Background: an optimization exercise with open tools, aiming at small area and a short achievable clock period. Do not read the settings as production practice.
The RTL was checked by simulation tests, not by an equivalence proof against the original design.

== P ==
## cast_unit
module cast_unit (
    input  wire        clk,
    input  wire        rst,
    input  wire        in_valid,
    input  wire [5:0]  in_src_fmt,
    input  wire [5:0]  in_dst_fmt,
    input  wire [1:0]  in_round,
    input  wire        in_ovf,
    input  wire [31:0] in_code,
    input  wire [63:0] in_seed,
    input  wire [15:0] in_tag,
    input  wire [47:0] in_idx,
    output reg         out_valid,
    output reg  [31:0] out_code,
    output reg         out_sat,
    output reg         out_nan,
    output reg         out_err
);
Settings: LEC_CHECK=0, CAP_MARGIN=20, CORE_MARGIN=2, CORE_UTILIZATION=55, CTS_CLUSTER_DIAMETER=150, CTS_CLUSTER_SIZE=25, SLEW_MARGIN=20; clock period 24.0 ns.
standard.sh (not shown) runs the stock make flow with config.mk's settings and CLKGATE_MAP_FILE= SYNTH_SCRIPT=/design/flow/synth_recipe.tcl, a recipe that flattens the netlist after the stock synthesis.
==> flow/flow/run.sh <==
#!/bin/bash
# Own flow: the standard layout (standard.sh) with a different logic
# mapping step in synthesis; floorplan, placement, CTS and routing are the
# standard flow's, at the design's clock period and constraints.
#  - synthesis is ORFS synth.tcl run through synth_recipe.tcl as usual, except
#    that abc maps with flow/abc.script (area mapping under a delay target)
#    instead of abc_speed.script, and full/half-adder cells are not extracted
#    (ADDER_MAP_FILE empty). Registers are inferred before abc, so they are the
#    standard synthesis's.
#  - ABC_CLOCK_PERIOD_IN_PS is the delay target handed to abc's sizing.
#  - SETUP_SLACK_MARGIN=18.3: timing repair aims for that much setup slack
#  - port buffers are sky130_fd_sc_hd__buf_2 (one per input and output port)
# make's output goes to make.log here; each ORFS step logs under orfs/logs.
set -euo pipefail
W=$PWD
sed 's|  log_cmd abc {\*}$abc_args|  set abc_args [lreplace $abc_args 1 1 '"$W"'/flow/abc.script]\n  log_cmd abc {*}$abc_args|' "$FLOW_HOME/scripts/synth.tcl" > "$W/flow_synth.tcl"
grep -q "flow/abc.script" "$W/flow_synth.tcl"
sed "s|\$::env(SCRIPTS_DIR)/synth.tcl|$W/flow_synth.tcl|" "$W/synth_recipe.tcl" > "$W/flow_synth_recipe.tcl"
grep -q flow_synth.tcl "$W/flow_synth_recipe.tcl"
sed "s|SYNTH_SCRIPT=[^ ]*|SYNTH_SCRIPT=$W/flow_synth_recipe.tcl|" "$W/standard.sh" > "$W/flow_standard.sh"
grep -q flow_synth_recipe.tcl "$W/flow_standard.sh"
bash "$W/flow_standard.sh" ADDER_MAP_FILE= ABC_CLOCK_PERIOD_IN_PS=3500 SETUP_SLACK_MARGIN=18.3 "BUFFER_PORTS_ARGS=-buffer_cell sky130_fd_sc_hd__buf_2" finish > "$W/make.log" 2>&1
==> flow/flow/abc.script <==
strash
dch -f
map -D 3500
topo
stime -c
buffer -c
upsize -c
dnsize -c
Changes in Q relative to P:
- a deleted CTS_CLUSTER_DIAMETER that had been 150
- a deleted CTS_CLUSTER_SIZE that had been 25
diff --git a/flow/flow/run.sh b/flow/flow/run.sh
--- a/flow/flow/run.sh
+++ b/flow/flow/run.sh
@@ -20,3 +20,3 @@
 sed "s|SYNTH_SCRIPT=[^ ]*|SYNTH_SCRIPT=$W/flow_synth_recipe.tcl|" "$W/standard.sh" > "$W/flow_standard.sh"
 grep -q flow_synth_recipe.tcl "$W/flow_standard.sh"
-bash "$W/flow_standard.sh" ADDER_MAP_FILE= ABC_CLOCK_PERIOD_IN_PS=3500 SETUP_SLACK_MARGIN=18.3 "BUFFER_PORTS_ARGS=-buffer_cell sky130_fd_sc_hd__buf_2" finish > "$W/make.log" 2>&1
+bash "$W/flow_standard.sh" ADDER_MAP_FILE= ABC_CLOCK_PERIOD_IN_PS=4000 SETUP_SLACK_MARGIN=18.3 "BUFFER_PORTS_ARGS=-buffer_cell sky130_fd_sc_hd__buf_2" finish > "$W/make.log" 2>&1
==> flow/flow/abc.script <==
strash
dch -f
map -D 4000
topo
stime -c
buffer -c
upsize -c
dnsize -c
==> results.txt <==
Delta (Q minus P): synthesized cell count moved down, clock transition at the register clock pins on the worst setup and hold paths after CTS moved down. P has higher slew at the pin closest to its max-slew limit than Q.

---

cast_unit again, from the RTL that the note above started with.
==> flow/config.mk <==
export PLATFORM = sky130hd
export DESIGN_NAME = cast_unit
export DESIGN_NICKNAME = cast_unit
export VERILOG_FILES = /design/flow/design.v
export SDC_FILE = /design/flow/constraint.sdc
export NUM_CORES = 4
export LEC_CHECK = 0
export CAP_MARGIN = 20
export CORE_MARGIN = 2
export CORE_UTILIZATION = 55
export SLEW_MARGIN = 20
==> flow/constraint.sdc <==
create_clock -name core_clock -period 24.0 [get_ports {clk}]
set_input_delay 4.8000 -clock core_clock [delete_from_list [all_inputs] [get_ports {clk}]]
set_output_delay 4.8000 -clock core_clock [all_outputs]
set_load 0.01 [all_outputs]
==> flow/flow/run.sh <==
#!/bin/bash
# Own flow: the standard layout (standard.sh) with a different logic
# mapping step in synthesis; floorplan, placement, CTS and routing are the
# standard flow's, at the design's clock period and constraints.
#  - synthesis is ORFS synth.tcl run through synth_recipe.tcl as usual, except
#    that abc maps with flow/abc.script (area mapping under a delay target)
#    instead of abc_speed.script, and full/half-adder cells are not extracted
#    (ADDER_MAP_FILE empty). Registers are inferred before abc, so they are the
#    standard synthesis's.
#  - ABC_CLOCK_PERIOD_IN_PS is the delay target handed to abc's sizing.
#  - SETUP_SLACK_MARGIN=18.3: timing repair aims for that much setup slack
#  - port buffers are sky130_fd_sc_hd__buf_2 (one per input and output port)
# make's output goes to make.log here; each ORFS step logs under orfs/logs.
set -euo pipefail
W=$PWD
sed 's|  log_cmd abc {\*}$abc_args|  set abc_args [lreplace $abc_args 1 1 '"$W"'/flow/abc.script]\n  log_cmd abc {*}$abc_args|' "$FLOW_HOME/scripts/synth.tcl" > "$W/flow_synth.tcl"
grep -q "flow/abc.script" "$W/flow_synth.tcl"
sed "s|\$::env(SCRIPTS_DIR)/synth.tcl|$W/flow_synth.tcl|" "$W/synth_recipe.tcl" > "$W/flow_synth_recipe.tcl"
grep -q flow_synth.tcl "$W/flow_synth_recipe.tcl"
sed "s|SYNTH_SCRIPT=[^ ]*|SYNTH_SCRIPT=$W/flow_synth_recipe.tcl|" "$W/standard.sh" > "$W/flow_standard.sh"
grep -q flow_synth_recipe.tcl "$W/flow_standard.sh"
bash "$W/flow_standard.sh" ADDER_MAP_FILE= ABC_CLOCK_PERIOD_IN_PS=3500 SETUP_SLACK_MARGIN=18.3 "BUFFER_PORTS_ARGS=-buffer_cell sky130_fd_sc_hd__buf_2" finish > "$W/make.log" 2>&1
==> flow/flow/abc.script <==
strash
dch -f
map -D 3500
topo
stime -c
buffer -c
upsize -c
dnsize -c
The first run completed with no timing, DRC or antenna violations.
Then changed:
--- a/flow/flow/run.sh
+++ b/flow/flow/run.sh
@@ -22 +22 @@
-bash "$W/flow_standard.sh" ADDER_MAP_FILE= ABC_CLOCK_PERIOD_IN_PS=3500 SETUP_SLACK_MARGIN=18.3 "BUFFER_PORTS_ARGS=-buffer_cell sky130_fd_sc_hd__buf_2" finish > "$W/make.log" 2>&1
+bash "$W/flow_standard.sh" ADDER_MAP_FILE= ABC_CLOCK_PERIOD_IN_PS=4000 SETUP_SLACK_MARGIN=18.3 "BUFFER_PORTS_ARGS=-buffer_cell sky130_fd_sc_hd__buf_2" finish > "$W/make.log" 2>&1
==> flow/flow/abc.script (replaced) <==
strash
dch -f
map -D 4000
topo
stime -c
buffer -c
upsize -c
dnsize -c
- CORE_UTILIZATION: 55 -> 65
- CTS_CLUSTER_DIAMETER: not set -> 150
- CTS_CLUSTER_SIZE: not set -> 20
Effect: The changed run completed with no timing, DRC or antenna violations. Non-clock buffer count goes up by 49. Worst hold slack improved by 0.0038 ns. Cell area drops by a few percent. Worst setup slack degrades by 0.066 ns. Global-route usage rose by 3.5 points. Fmax went down slightly. Final cell count falls by a little under a tenth. Synthesized area is lower by a few percent. First-iteration DRC count went up by a few percent.

---

== wip/nickel ==
Another version of the RTL of cast_unit (not shown whole).
Size in the first run: about 380 flip-flops, ~210 I/O pins, ~28000 µm² of cells after synthesis.
// cast_unit
module cast_unit (
    input  wire        clk,
    input  wire        rst,
    input  wire        in_valid,
    input  wire [5:0]  in_src_fmt,
    input  wire [5:0]  in_dst_fmt,
    input  wire [1:0]  in_round,
    input  wire        in_ovf,
    input  wire [31:0] in_code,
    input  wire [63:0] in_seed,
    input  wire [15:0] in_tag,
    input  wire [47:0] in_idx,
    output reg         out_valid,
    output reg  [31:0] out_code,
    output reg         out_sat,
    output reg         out_nan,
    output reg         out_err
);
clock: 24.0 ns
lec_check: 0
cap_margin: 20
core_margin: 2
core_utilization: 55
cts_cluster_diameter: 150
cts_cluster_size: 25
slew_margin: 20
==> flow/flow/run.sh <==
#!/bin/bash
# Own flow: the standard layout (standard.sh) with a different logic
# mapping step in synthesis; floorplan, placement, CTS and routing are the
# standard flow's, at the design's clock period and constraints.
#  - synthesis is ORFS synth.tcl run through synth_recipe.tcl as usual, except
#    that abc maps with flow/abc.script (area mapping under a delay target)
#    instead of abc_speed.script, and full/half-adder cells are not extracted
#    (ADDER_MAP_FILE empty). Registers are inferred before abc, so they are the
#    standard synthesis's.
#  - ABC_CLOCK_PERIOD_IN_PS is the delay target handed to abc's sizing.
#  - SETUP_SLACK_MARGIN=18.3: timing repair aims for that much setup slack
#  - port buffers are sky130_fd_sc_hd__buf_2 (one per input and output port)
# make's output goes to make.log here; each ORFS step logs under orfs/logs.
set -euo pipefail
W=$PWD
sed 's|  log_cmd abc {\*}$abc_args|  set abc_args [lreplace $abc_args 1 1 '"$W"'/flow/abc.script]\n  log_cmd abc {*}$abc_args|' "$FLOW_HOME/scripts/synth.tcl" > "$W/flow_synth.tcl"
grep -q "flow/abc.script" "$W/flow_synth.tcl"
sed "s|\$::env(SCRIPTS_DIR)/synth.tcl|$W/flow_synth.tcl|" "$W/synth_recipe.tcl" > "$W/flow_synth_recipe.tcl"
grep -q flow_synth.tcl "$W/flow_synth_recipe.tcl"
sed "s|SYNTH_SCRIPT=[^ ]*|SYNTH_SCRIPT=$W/flow_synth_recipe.tcl|" "$W/standard.sh" > "$W/flow_standard.sh"
grep -q flow_synth_recipe.tcl "$W/flow_standard.sh"
bash "$W/flow_standard.sh" ADDER_MAP_FILE= ABC_CLOCK_PERIOD_IN_PS=3500 SETUP_SLACK_MARGIN=18.3 "BUFFER_PORTS_ARGS=-buffer_cell sky130_fd_sc_hd__buf_2" finish > "$W/make.log" 2>&1
==> flow/flow/abc.script <==
strash
dch -f
map -D 3500
topo
stime -c
buffer -c
upsize -c
dnsize -c
Every stage of the flow completed for wip/nickel, and the final layout passed the timing, design-rule and antenna checks.
Modified inputs, wip/pepper compared to wip/nickel
-- flow/flow/run.sh --
<<< wip/nickel, line 9
#    standard synthesis's.
#  - ABC_CLOCK_PERIOD_IN_PS is the delay target handed to abc's sizing.
#  - SETUP_SLACK_MARGIN=18.3: timing repair aims for that much setup slack
#  - port buffers are sky130_fd_sc_hd__buf_2 (one per input and output port)
# make's output goes to make.log here; each ORFS step logs under orfs/logs.
>>> wip/pepper, line 9
#    standard synthesis's.
#  - ABC_CLOCK_PERIOD_IN_PS is the delay target handed to abc's sizing.
#  - SETUP_SLACK_MARGIN=18.0: timing repair aims for that much setup slack
#  - port buffers are sky130_fd_sc_hd__buf_2 (one per input and output port)
# make's output goes to make.log here; each ORFS step logs under orfs/logs.
<<< wip/nickel, line 20
sed "s|SYNTH_SCRIPT=[^ ]*|SYNTH_SCRIPT=$W/flow_synth_recipe.tcl|" "$W/standard.sh" > "$W/flow_standard.sh"
grep -q flow_synth_recipe.tcl "$W/flow_standard.sh"
bash "$W/flow_standard.sh" ADDER_MAP_FILE= ABC_CLOCK_PERIOD_IN_PS=3500 SETUP_SLACK_MARGIN=18.3 "BUFFER_PORTS_ARGS=-buffer_cell sky130_fd_sc_hd__buf_2" finish > "$W/make.log" 2>&1
>>> wip/pepper, line 20
sed "s|SYNTH_SCRIPT=[^ ]*|SYNTH_SCRIPT=$W/flow_synth_recipe.tcl|" "$W/standard.sh" > "$W/flow_standard.sh"
grep -q flow_synth_recipe.tcl "$W/flow_standard.sh"
bash "$W/flow_standard.sh" ADDER_MAP_FILE= ABC_CLOCK_PERIOD_IN_PS=3800 SETUP_SLACK_MARGIN=18.0 "BUFFER_PORTS_ARGS=-buffer_cell sky130_fd_sc_hd__buf_2" finish > "$W/make.log" 2>&1
==> flow/flow/abc.script <==
strash
dch -f
map -D 3800
topo
stime -c
buffer -c
upsize -c
dnsize -c
### Flow results
Of wip/nickel and wip/pepper, the run reporting the higher final cell count was wip/nickel.
Reported for wip/nickel and wip/pepper, final number of hold-violating endpoints turned out identical to the last digit.
Per the comparison of wip/pepper with wip/nickel, post-synthesis share of cell area spent on and, or, nand and nor gates went down 0.93 points.
Setup slack: wip/pepper more than wip/nickel
Looking at wip/nickel and wip/pepper, the routing usage on met1 is a wash.
diff inputs: wip/pepper => wip/umber
-- flow/flow/run.sh --
<<< wip/pepper, line 9
#    standard synthesis's.
#  - ABC_CLOCK_PERIOD_IN_PS is the delay target handed to abc's sizing.
#  - SETUP_SLACK_MARGIN=18.0: timing repair aims for that much setup slack
#  - port buffers are sky130_fd_sc_hd__buf_2 (one per input and output port)
# make's output goes to make.log here; each ORFS step logs under orfs/logs.
>>> wip/umber, line 9
#    standard synthesis's.
#  - ABC_CLOCK_PERIOD_IN_PS is the delay target handed to abc's sizing.
#  - SETUP_SLACK_MARGIN=18.2: timing repair aims for that much setup slack
#  - port buffers are sky130_fd_sc_hd__buf_2 (one per input and output port)
# make's output goes to make.log here; each ORFS step logs under orfs/logs.
<<< wip/pepper, line 20
sed "s|SYNTH_SCRIPT=[^ ]*|SYNTH_SCRIPT=$W/flow_synth_recipe.tcl|" "$W/standard.sh" > "$W/flow_standard.sh"
grep -q flow_synth_recipe.tcl "$W/flow_standard.sh"
bash "$W/flow_standard.sh" ADDER_MAP_FILE= ABC_CLOCK_PERIOD_IN_PS=3800 SETUP_SLACK_MARGIN=18.0 "BUFFER_PORTS_ARGS=-buffer_cell sky130_fd_sc_hd__buf_2" finish > "$W/make.log" 2>&1
>>> wip/umber, line 20
sed "s|SYNTH_SCRIPT=[^ ]*|SYNTH_SCRIPT=$W/flow_synth_recipe.tcl|" "$W/standard.sh" > "$W/flow_standard.sh"
grep -q flow_synth_recipe.tcl "$W/flow_standard.sh"
bash "$W/flow_standard.sh" ADDER_MAP_FILE= ABC_CLOCK_PERIOD_IN_PS=3800 SETUP_SLACK_MARGIN=18.2 "BUFFER_PORTS_ARGS=-buffer_cell sky130_fd_sc_hd__buf_2" finish > "$W/make.log" 2>&1
- wip/umber completed; timing, DRC and antenna clean
- wip/umber and wip/pepper ended up with nearly the same maximum clock frequency.
- The more densely filled core belongs to wip/umber, not wip/pepper.
- Non-clock buffer instance count of the final layout delta for wip/umber relative to wip/pepper: 7 higher
- Between wip/umber and wip/pepper, the worst-case clock skew is lower for wip/pepper.

==> separate check: timing with driven ports <==
The results above use ideal ports. As a check the final layouts listed here were re-extracted and re-timed, cells and wires unchanged.
Step 1 sets driving cells, clkbuf_16 on the clock port and buf_2 on the other inputs (assumed; they add their load-dependent delay and slew).
Step 2 times the ports against the registers' clock, not the clock port: input delays grow and output delays shrink by t, the midpoint of the rising clock arrivals with the driver on.
Slacks: no drivers / after step 1 / after step 2; pairs: no drivers / after step 1.
run	t (ns)	slack for setup (ns)	worst slew at a driven data input, ns
P	0.611	18.196 / 18.136 / 18.617	0.04
Q	0.630	18.206 / 18.143 / 18.257	0.06
the first run of note 2	0.619	18.208 / 18.147 / 18.625	0.05
the second run of note 2	0.621	18.142 / 18.142 / 18.142	0.07
wip/nickel	0.601	18.203 / 18.144 / 18.554	0.06
wip/pepper	0.601	18.224 / 18.163 / 18.490	0.06
wip/umber	0.603	18.222 / 18.160 / 18.651	0.06
After both steps every run listed still meets setup and hold.
